Source: an optimization exercise on an open RTL-to-GDS flow (aim: small area, a short achievable clock period and few clock cycles per item). Production flows keep margins and buffers that such runs may drop.
At most, simulation tests tie the RTL to the original design; equivalence was not proved.
Power and IR drop assume default switching activity.

==> flow/design.v <==
module bfp_compress (
    input  wire        clk,
    input  wire        rst,          
    input  wire        in_valid,
    output wire        in_ready,
    input  wire [1:0]  in_fmt,       
    input  wire [23:0] in_i,
    input  wire [23:0] in_q,
    output wire        out_valid,
    input  wire        out_ready,
    output wire [7:0]  out_data,
    output wire        out_last
);
    localparam integer N = 12;       
    localparam [1:0] ST_IDLE = 2'd0, ST_A = 2'd1, ST_B = 2'd2;
    reg        rdy_r;
    reg [1:0]  st;
    reg [23:0] r0_i, r0_q;
    reg [1:0]  fmt_in;
    reg [3:0]  icnt;
    reg        r0_first, r0_last;
    reg [3:0]  s_cur;
    reg        sat_i, sat_q;
    wire take = in_valid & rdy_r;
    function [15:0] nofit;
        input [23:0] x;
        input [4:0]  b;
        integer s, j;
        reg w, o, a, xb;
        begin
            nofit = 16'd0;
            for (s = 0; s <= 15; s = s + 1) begin
                w = 1'b1; o = 1'b0; a = 1'b1; xb = 1'b0;
                for (j = 0; j <= 22; j = j + 1) begin
                    if (s == 0) begin
                        if (j >= b - 1) begin
                            o = o | x[j];
                            a = a & x[j];
                        end
                    end else begin
                        if (j >= s - 1 && j <= b + s - 2)
                            w = w & x[j];
                        if (j >= b - 1 + s)
                            o = o | x[j];
                        if (j >= b + s)
                            a = a & x[j];
                        if (j == b - 1 + s)
                            xb = x[j];
                    end
                end
                if (b - 1 + s == 23)
                    xb = x[23];
                if (s + b <= 24) begin
                    if (s == 0)
                        nofit[s] = x[23] ? ~a : o;
                    else if (x[23])
                        nofit[s] = ~a | (~xb & ~w);
                    else
                        nofit[s] = o | w;
                end
            end
        end
    endfunction
    wire [15:0] nf_i = (fmt_in == 2'd2) ? nofit(r0_i, 5'd12) : nofit(r0_i, 5'd9);
    wire [15:0] nf_q = (fmt_in == 2'd2) ? nofit(r0_q, 5'd12) : nofit(r0_q, 5'd9);
    wire [3:0]  smax = (fmt_in == 2'd2) ? 4'd12 : 4'd15;
    wire [14:0] base_t;
    genvar gk;
    generate
        for (gk = 1; gk <= 15; gk = gk + 1) begin : g_bt
            assign base_t[gk-1] = ~r0_first & (s_cur >= gk);
        end
    endgenerate
    wire [14:0] lim_t  = (fmt_in == 2'd2) ? 15'h0fff : 15'h7fff;
    wire [14:0] new_t  = (base_t | nf_i[14:0] | nf_q[14:0]) & lim_t;
    wire [3:0]  s_new;
    assign s_new[3] = new_t[7];
    assign s_new[2] = (new_t[3] & ~new_t[7]) | new_t[11];
    assign s_new[1] = (new_t[1] & ~new_t[3]) | (new_t[5] & ~new_t[7]) |
                      (new_t[9] & ~new_t[11]) | new_t[13];
    assign s_new[0] = (new_t[0] & ~new_t[1]) | (new_t[2] & ~new_t[3]) |
                      (new_t[4] & ~new_t[5]) | (new_t[6] & ~new_t[7]) |
                      (new_t[8] & ~new_t[9]) | (new_t[10] & ~new_t[11]) |
                      (new_t[12] & ~new_t[13]) | new_t[14];
    function [13:0] bfp_field;
        input [23:0] x;
        input [3:0]  a;
        input        sat;
        input        b12;
        reg signed [24:0] t;
        reg signed [24:0] v;
        reg               sb;
        integer j;
        begin
            t  = {x, 1'b0};
            v  = t >>> a;
            sb = 1'b0;
            for (j = 0; j <= 22; j = j + 1)
                if (j + 2 <= a)
                    sb = sb | x[j];
            if (sat)
                bfp_field = x[23] ? {(b12 ? 13'h1000 : 13'h1e00), 1'b0}
                                  : {(b12 ? 13'h0ffe : 13'h01fe), 1'b0};
            else if (b12 && (v[13] ^ v[12]))
                bfp_field = {13'h1000, 1'b0};
            else
                bfp_field = {v[12:0], sb};
        end
    endfunction
    function [15:0] fix16;
        input [23:0] x;
        reg up;
        begin
            up = x[7] & ((|x[6:0]) | x[8]);
            if (x[23:8] == 16'h7fff)
                fix16 = 16'h7fff;
            else
                fix16 = x[23:8] + {15'd0, up};
        end
    endfunction
    wire        is_bfp_in = (fmt_in != 2'd0);
    wire [31:0] slot_in = is_bfp_in ?
        {bfp_field(r0_i, s_cur, sat_i, fmt_in[1]),
         bfp_field(r0_q, s_cur, sat_q, fmt_in[1]), s_cur} :
        {fix16(r0_i), fix16(r0_q)};
    reg [31:0]  fd [0:N-1];
    reg [N-1:0] fv;
    reg         meta_v;
    reg [1:0]   meta_fmt;
    reg [3:0]   meta_s;
    wire        pop;
    wire        meta_pop;
    wire        full = &fv;
    wire        tail_acc = ~full | pop;
    wire        wr = (st == ST_B) & tail_acc & (~r0_last | ~meta_v | meta_pop);
    reg [N-1:0] shift;
    reg [N-1:0] fv_next;
    integer i;
    always @(*) begin
        for (i = 0; i < N; i = i + 1) begin
            shift[i] = pop | ~(&(fv | ~((2 << i) - 1)));
            if (shift[i])
                fv_next[i] = (i == N - 1) ? wr : fv[i+1];
            else
                fv_next[i] = fv[i];
        end
    end
    always @(posedge clk) begin
        for (i = 0; i < N; i = i + 1)
            if (shift[i])
                fd[i] <= (i == N - 1) ? slot_in : fd[i+1];
    end
    wire      r0_free = (st == ST_IDLE) | ((st == ST_B) & wr);
    reg [1:0] st_next;
    always @(*) begin
        if (take)                     st_next = ST_A;
        else if (st == ST_A)          st_next = ST_B;
        else if (st == ST_B && !wr)   st_next = ST_B;
        else                          st_next = ST_IDLE;
    end
    always @(posedge clk) begin
        if (r0_free) begin
            r0_i     <= in_i;
            r0_q     <= in_q;
            r0_first <= (icnt == 4'd0);
            r0_last  <= (icnt == 4'd11);
        end
        if (take && icnt == 4'd0)
            fmt_in <= (in_fmt == 2'd3) ? 2'd0 : in_fmt;
        if (st == ST_A) begin
            s_cur <= s_new;
            sat_i <= nf_i[smax];
            sat_q <= nf_q[smax];
        end
    end
    always @(posedge clk) begin
        if (rst) begin
            st     <= ST_IDLE;
            rdy_r  <= 1'b1;
            icnt   <= 4'd0;
            fv     <= {N{1'b0}};
        end else begin
            st    <= st_next;
            rdy_r <= (st_next == ST_IDLE) | ((st_next == ST_B) & ~(&fv_next));
            if (take)
                icnt <= (icnt == 4'd11) ? 4'd0 : icnt + 4'd1;
            fv    <= fv_next;
        end
    end
    reg        ph;           
    reg [3:0]  scnt;         
    reg [3:0]  hd;           
    wire g_load;
    assign pop      = g_load & ph;
    assign meta_pop = g_load & ph & (scnt == 4'd11);
    wire   g_first  = ~ph & (scnt == 4'd0);
    wire   g_last   = ph & (scnt == 4'd11);
    wire [31:0] head = fd[0];
    wire [12:0] hv   = ph ? head[17:5] : head[31:19];
    wire        hs   = ph ? head[4]    : head[18];
    wire [15:0] hm   = ph ? head[15:0] : head[31:16];
    reg signed [16:0] vx;
    reg signed [16:0] qx;
    reg               rb, stk, hup;
    always @(*) begin
        vx  = {{4{hv[12]}}, hv};
        qx  = (vx >>> 1) >>> hd;
        rb  = vx[hd];
        stk = hs | |(vx[15:0] & ~(16'hffff << hd));
        hup = rb & (stk | qx[0]);
    end
    wire        mset      = wr & r0_last;
    wire [31:0] head_next = shift[0] ? ((N == 1) ? slot_in : fd[1]) : fd[0];
    wire [3:0]  ms_next   = mset ? s_cur : meta_s;
    always @(posedge clk) begin
        hd <= ms_next - head_next[3:0];
    end
    always @(posedge clk) begin
        if (rst) begin
            ph     <= 1'b0;
            scnt   <= 4'd0;
            meta_v <= 1'b0;
        end else begin
            if (g_load) begin
                ph <= ~ph;
                if (ph)
                    scnt <= (scnt == 4'd11) ? 4'd0 : scnt + 4'd1;
            end
            if (mset)
                meta_v <= 1'b1;
            else if (meta_pop)
                meta_v <= 1'b0;
        end
        if (mset) begin
            meta_fmt <= fmt_in;
            meta_s   <= s_cur;
        end
    end
    reg       ov, ol, sk_l;
    reg [7:0] od, sk_d;
    wire      acc = ~ov | out_ready;
    reg [15:0] gb;
    reg [4:0]  gc;
    reg        gexp;
    reg [3:0]  ge;
    reg        glast;
    reg        sk_v;
    wire       emit     = ~sk_v & (gexp | gc[4] | gc[3]);
    wire       emit_buf = emit & ~gexp;
    wire [4:0] c_after  = emit_buf ? gc - 5'd8 : gc;
    reg        cl_r;         
    assign g_load = fv[0] & meta_v & cl_r;
    wire [15:0] m = (meta_fmt == 2'd0) ? hm : {4'd0, qx[11:0] + {11'd0, hup}};
    reg  [15:0] gb_ld;
    reg  [4:0]  gb_b;
    always @(*) begin
        case (meta_fmt)
            2'd1:    begin gb_ld = {gb[6:0], m[8:0]};  gb_b = 5'd9;  end
            2'd2:    begin gb_ld = {gb[3:0], m[11:0]}; gb_b = 5'd12; end
            default: begin gb_ld = m;                  gb_b = 5'd16; end
        endcase
    end
    wire [3:0] meta_e = (meta_fmt == 2'd1) ? ~meta_s : 4'd12 - meta_s;
    reg  [8:0] gsel;
    wire [4:0] gc_next = g_load ? c_after + gb_b : c_after;
    reg  [7:0] sel_byte;
    integer sb;
    always @(*) begin
        sel_byte = 8'd0;
        for (sb = 0; sb <= 8; sb = sb + 1)
            sel_byte = sel_byte | ({8{gsel[sb]}} & gb[sb + 7 -: 8]);
    end
    wire [7:0] core_byte = gexp ? {4'd0, ge} : sel_byte;
    wire       core_last = ~gexp & glast & (gc == 5'd8);
    always @(posedge clk) begin
        for (sb = 0; sb <= 8; sb = sb + 1)
            gsel[sb] <= (gc_next == sb + 8);
        if (g_load) begin
            gb <= gb_ld;
            if (g_first)
                ge <= meta_e;
        end
    end
    wire gexp_next = (g_load & g_first) ? (meta_fmt != 2'd0) : (gexp & ~emit);
    wire sk_v_next = ~acc & (sk_v | emit);
    always @(posedge clk) begin
        if (rst) begin
            gc    <= 5'd0;
            gexp  <= 1'b0;
            glast <= 1'b0;
            cl_r  <= 1'b1;
        end else begin
            gc    <= gc_next;
            gexp  <= gexp_next;
            cl_r  <= (gc_next < 5'd8) | (~gc_next[4] & ~gexp_next & ~sk_v_next);
            if (g_load)
                glast <= g_last;
        end
    end
    always @(posedge clk) begin
        if (rst) begin
            ov   <= 1'b0;
            sk_v <= 1'b0;
        end else if (acc) begin
            ov   <= sk_v | emit;
            sk_v <= 1'b0;
        end else if (emit) begin
            sk_v <= 1'b1;
        end
        if (acc) begin
            od <= sk_v ? sk_d : core_byte;
            ol <= sk_v ? sk_l : core_last;
        end
        if (!acc && emit) begin
            sk_d <= core_byte;
            sk_l <= core_last;
        end
    end
    assign in_ready  = rdy_r;
    assign out_valid = ov;
    assign out_data  = od;
    assign out_last  = ol;
endmodule
Settings: LEC_CHECK=0, CAP_MARGIN=20, CORE_MARGIN=2, CORE_UTILIZATION=60, PLACE_DENSITY=0.7, SLEW_MARGIN=20; clock period 12.5 ns.
standard.sh (not shown) runs the stock make flow with config.mk's settings and CLKGATE_MAP_FILE= SYNTH_SCRIPT=/design/flow/synth_recipe.tcl, a recipe that flattens the netlist after the stock synthesis.
==> flow/flow/run.sh <==
#!/bin/bash
set -euo pipefail
export BUFFER_PORTS_ARGS="-buffer_cell sky130_fd_sc_hd__buf_4"
export CTS_ARGS="-sink_clustering_enable -repair_clock_nets -dont_use_dummy_load -sink_clustering_size 30 -sink_clustering_max_diameter 120 -buf_list {sky130_fd_sc_hd__clkbuf_8 sky130_fd_sc_hd__clkbuf_16}"
export SETUP_SLACK_MARGIN=9.2
bash standard.sh > make_finish.log 2>&1
Testbench counts at the start, summed over its fixed seeds: cycles 17,451, blocks 480.
Change:
--- a/flow/design.v
+++ b/flow/design.v
@@ -21,5 +21,5 @@
     reg        r0_first, r0_last;
     reg [3:0]  s_cur;
-    reg        sat_i, sat_q;
+    reg        sat_i;
     wire take = in_valid & rdy_r;
     function [15:0] nofit;
@@ -62,16 +62,19 @@
         end
     endfunction
-    wire [15:0] nf_i = (fmt_in == 2'd2) ? nofit(r0_i, 5'd12) : nofit(r0_i, 5'd9);
-    wire [15:0] nf_q = (fmt_in == 2'd2) ? nofit(r0_q, 5'd12) : nofit(r0_q, 5'd9);
+    wire [23:0] nf_x = (st == ST_A) ? r0_i : r0_q;
+    wire [15:0] nf   = (fmt_in == 2'd2) ? nofit(nf_x, 5'd12) : nofit(nf_x, 5'd9);
     wire [3:0]  smax = (fmt_in == 2'd2) ? 4'd12 : 4'd15;
+    wire        nf_sat = nf[smax];
+    reg  [3:0]  s_tmp;
+    wire [3:0]  s_base = (st == ST_A) ? (r0_first ? 4'd0 : s_cur) : s_tmp;
     wire [14:0] base_t;
     genvar gk;
     generate
         for (gk = 1; gk <= 15; gk = gk + 1) begin : g_bt
-            assign base_t[gk-1] = ~r0_first & (s_cur >= gk);
+            assign base_t[gk-1] = (s_base >= gk);
         end
     endgenerate
     wire [14:0] lim_t  = (fmt_in == 2'd2) ? 15'h0fff : 15'h7fff;
-    wire [14:0] new_t  = (base_t | nf_i[14:0] | nf_q[14:0]) & lim_t;
+    wire [14:0] new_t  = (base_t | nf[14:0]) & lim_t;
     wire [3:0]  s_new;
     assign s_new[3] = new_t[7];
@@ -121,6 +124,6 @@
     wire        is_bfp_in = (fmt_in != 2'd0);
     wire [31:0] slot_in = is_bfp_in ?
-        {bfp_field(r0_i, s_cur, sat_i, fmt_in[1]),
-         bfp_field(r0_q, s_cur, sat_q, fmt_in[1]), s_cur} :
+        {bfp_field(r0_i, s_new, sat_i, fmt_in[1]),
+         bfp_field(r0_q, s_new, nf_sat, fmt_in[1]), s_new} :
         {fix16(r0_i), fix16(r0_q)};
     reg [31:0]  fd [0:N-1];
@@ -169,8 +172,9 @@
             fmt_in <= (in_fmt == 2'd3) ? 2'd0 : in_fmt;
         if (st == ST_A) begin
-            s_cur <= s_new;
-            sat_i <= nf_i[smax];
-            sat_q <= nf_q[smax];
+            s_tmp <= s_new;
+            sat_i <= nf_sat;
         end
+        if (wr)
+            s_cur <= s_new;
     end
     always @(posedge clk) begin
@@ -212,5 +216,5 @@
     wire        mset      = wr & r0_last;
     wire [31:0] head_next = shift[0] ? ((N == 1) ? slot_in : fd[1]) : fd[0];
-    wire [3:0]  ms_next   = mset ? s_cur : meta_s;
+    wire [3:0]  ms_next   = mset ? s_new : meta_s;
     always @(posedge clk) begin
         hd <= ms_next - head_next[3:0];
@@ -234,5 +238,5 @@
         if (mset) begin
             meta_fmt <= fmt_in;
-            meta_s   <= s_cur;
+            meta_s   <= s_new;
         end
     end
Die area stays flat.
Design area is higher by roughly a tenth.
Global-route usage rose by 8.3 points.
Synthesized cell count grows slightly.
Core utilization is higher by 7.0 points.
Routed wire length increases by a quarter to a third.
Non-clock buffer count rises by 117.
Setup slack gets worse by 1.3 ns.
Cell count came out higher by a few percent.
Power increases by a quarter to a third.
Via count increases by roughly a tenth.
Critical path depth goes up by 15.
The RTL of the second run of this note was laid out without a check of its function.

---

// bfp_compress: RTL as listed in full above, without the edits since
==> flow/config.mk <==
export PLATFORM = sky130hd
export DESIGN_NAME = bfp_compress
export DESIGN_NICKNAME = bfp_compress
export VERILOG_FILES = /design/flow/design.v
export SDC_FILE = /design/flow/constraint.sdc
export NUM_CORES = 4
export LEC_CHECK = 0
export CAP_MARGIN = 20
export CORE_MARGIN = 2
export CORE_UTILIZATION = 60
export PLACE_DENSITY = 0.7
export SLEW_MARGIN = 20
==> flow/constraint.sdc <==
create_clock -name core_clock -period 12.5 [get_ports {clk}]
set_input_delay 2.5000 -clock core_clock [delete_from_list [all_inputs] [get_ports {clk}]]
set_output_delay 2.5000 -clock core_clock [all_outputs]
set_load 0.01 [all_outputs]
==> flow/flow/run.sh <==
#!/bin/bash
set -euo pipefail
export BUFFER_PORTS_ARGS="-buffer_cell sky130_fd_sc_hd__buf_4"
export CTS_ARGS="-sink_clustering_enable -repair_clock_nets -dont_use_dummy_load -sink_clustering_size 25 -sink_clustering_max_diameter 100 -buf_list {sky130_fd_sc_hd__clkbuf_8 sky130_fd_sc_hd__clkbuf_16}"
bash standard.sh > make_finish.log 2>&1
Testbench counts at the start, summed over its fixed seeds: cycles 17,451, blocks 480.
Change:
--- a/flow/design.v
+++ b/flow/design.v
@@ -188,51 +188,67 @@
         end
     end
     reg        ph;           
     reg [3:0]  scnt;         
-    reg [3:0]  hd;           
+    reg        qr_v;
+    reg [15:0] qr_q;
+    reg        qr_up;
+    reg        qr_first, qr_last;
+    reg [1:0]  qr_fmt;
     wire g_load;
-    assign pop      = g_load & ph;
-    assign meta_pop = g_load & ph & (scnt == 4'd11);
-    wire   g_first  = ~ph & (scnt == 4'd0);
-    wire   g_last   = ph & (scnt == 4'd11);
+    wire q_go = fv[0] & meta_v & (~qr_v | g_load);
+    assign pop      = q_go & ph;
+    assign meta_pop = q_go & ph & (scnt == 4'd11);
     wire [31:0] head = fd[0];
     wire [12:0] hv   = ph ? head[17:5] : head[31:19];
     wire        hs   = ph ? head[4]    : head[18];
+    wire [3:0]  hd   = meta_s - head[3:0];
     wire [15:0] hm   = ph ? head[15:0] : head[31:16];
     reg signed [16:0] vx;
     reg signed [16:0] qx;
-    reg               rb, stk, hup;
+    reg               rb, stk;
     always @(*) begin
         vx  = {{4{hv[12]}}, hv};
         qx  = (vx >>> 1) >>> hd;
         rb  = vx[hd];
         stk = hs | |(vx[15:0] & ~(16'hffff << hd));
-        hup = rb & (stk | qx[0]);
     end
-    wire        mset      = wr & r0_last;
-    wire [31:0] head_next = shift[0] ? ((N == 1) ? slot_in : fd[1]) : fd[0];
-    wire [3:0]  ms_next   = mset ? s_cur : meta_s;
     always @(posedge clk) begin
-        hd <= ms_next - head_next[3:0];
+        if (q_go) begin
+            if (meta_fmt == 2'd0) begin
+                qr_q  <= hm;
+                qr_up <= 1'b0;
+            end else begin
+                qr_q  <= qx[15:0];
+                qr_up <= rb & (stk | qx[0]);
+            end
+            qr_first <= ~ph & (scnt == 4'd0);
+            qr_last  <= ph & (scnt == 4'd11);
+            qr_fmt   <= meta_fmt;
+        end
     end
     always @(posedge clk) begin
         if (rst) begin
             ph     <= 1'b0;
             scnt   <= 4'd0;
+            qr_v   <= 1'b0;
             meta_v <= 1'b0;
         end else begin
-            if (g_load) begin
+            if (q_go) begin
                 ph <= ~ph;
                 if (ph)
                     scnt <= (scnt == 4'd11) ? 4'd0 : scnt + 4'd1;
             end
-            if (mset)
+            if (q_go)
+                qr_v <= 1'b1;
+            else if (g_load)
+                qr_v <= 1'b0;
+            if (wr && r0_last)
                 meta_v <= 1'b1;
             else if (meta_pop)
                 meta_v <= 1'b0;
         end
-        if (mset) begin
+        if (wr && r0_last) begin
             meta_fmt <= fmt_in;
             meta_s   <= s_cur;
         end
     end
@@ -248,14 +264,14 @@
     wire       emit     = ~sk_v & (gexp | gc[4] | gc[3]);
     wire       emit_buf = emit & ~gexp;
     wire [4:0] c_after  = emit_buf ? gc - 5'd8 : gc;
     reg        cl_r;         
-    assign g_load = fv[0] & meta_v & cl_r;
-    wire [15:0] m = (meta_fmt == 2'd0) ? hm : {4'd0, qx[11:0] + {11'd0, hup}};
+    assign g_load = qr_v & cl_r;
+    wire [15:0] m = {qr_q[15:12], qr_q[11:0] + {11'd0, qr_up}};
     reg  [15:0] gb_ld;
     reg  [4:0]  gb_b;
     always @(*) begin
-        case (meta_fmt)
+        case (qr_fmt)
             2'd1:    begin gb_ld = {gb[6:0], m[8:0]};  gb_b = 5'd9;  end
             2'd2:    begin gb_ld = {gb[3:0], m[11:0]}; gb_b = 5'd12; end
             default: begin gb_ld = m;                  gb_b = 5'd16; end
         endcase
@@ -276,13 +292,13 @@
         for (sb = 0; sb <= 8; sb = sb + 1)
             gsel[sb] <= (gc_next == sb + 8);
         if (g_load) begin
             gb <= gb_ld;
-            if (g_first)
+            if (qr_first)
                 ge <= meta_e;
         end
     end
-    wire gexp_next = (g_load & g_first) ? (meta_fmt != 2'd0) : (gexp & ~emit);
+    wire gexp_next = (g_load & qr_first) ? (qr_fmt != 2'd0) : (gexp & ~emit);
     wire sk_v_next = ~acc & (sk_v | emit);
     always @(posedge clk) begin
         if (rst) begin
             gc    <= 5'd0;
@@ -293,9 +309,9 @@
             gc    <= gc_next;
             gexp  <= gexp_next;
             cl_r  <= (gc_next < 5'd8) | (~gc_next[4] & ~gexp_next & ~sk_v_next);
             if (g_load)
-                glast <= g_last;
+                glast <= qr_last;
         end
     end
     always @(posedge clk) begin
         if (rst) begin
Effect:
- first-iteration DRC count rose by well over a third
- cell count rose slightly
- utilization rose by 0.54 points
- wire length fell slightly
- via count rose slightly
- hold slack is better by 0.036 ns
- clock skew rose by 0.011 ns
- worst setup slack is better by 0.65 ns
- design area rose slightly
The RTL of the second run of this note was laid out without a check of its function.

==> port drivers added, routing unchanged <==
The flow's constraints put no driver on any port. The routed layouts listed below were extracted and timed again, unchanged, in two steps.
Step 1 (the two cells are an assumption about what drives the block):
set clk [get_ports {clk}]
set_driving_cell -lib_cell sky130_fd_sc_hd__clkbuf_16 $clk
set_driving_cell -lib_cell sky130_fd_sc_hd__buf_2 [delete_from_list [all_inputs] $clk]
Step 2 adds t to the input delays and takes it off the output delays; t is the mean of the earliest and latest rising clock arrival at the registers after step 1. Input paths then give back, and output paths get back, about the clock's delay inside the block.
a / b / c = ideal / step 1 / step 2; a / b = the first two.
run	t, ns	setup WS [ns]	clock arrival spread, ns	worst register clock-pin slew, ns	worst slew at a driven data input, ns
the first run of note 1	0.597	8.910 / 8.855 / 8.925	0.070 / 0.070	0.11 / 0.11	0.05
the second run of note 1	0.613	7.617 / 7.617 / 7.617	0.064 / 0.064	0.12 / 0.12	0.05
the first run of note 2	0.619	8.144 / 8.144 / 8.144	0.075 / 0.075	0.10 / 0.10	0.04
the second run of note 2	0.623	8.790 / 8.729 / 8.427	0.074 / 0.075	0.10 / 0.10	0.05
After both steps every run listed still meets setup and hold. The setup slack of the second run of note 2, which loses most, moves by -0.061 ns with the drivers and by -0.363 ns with both steps.
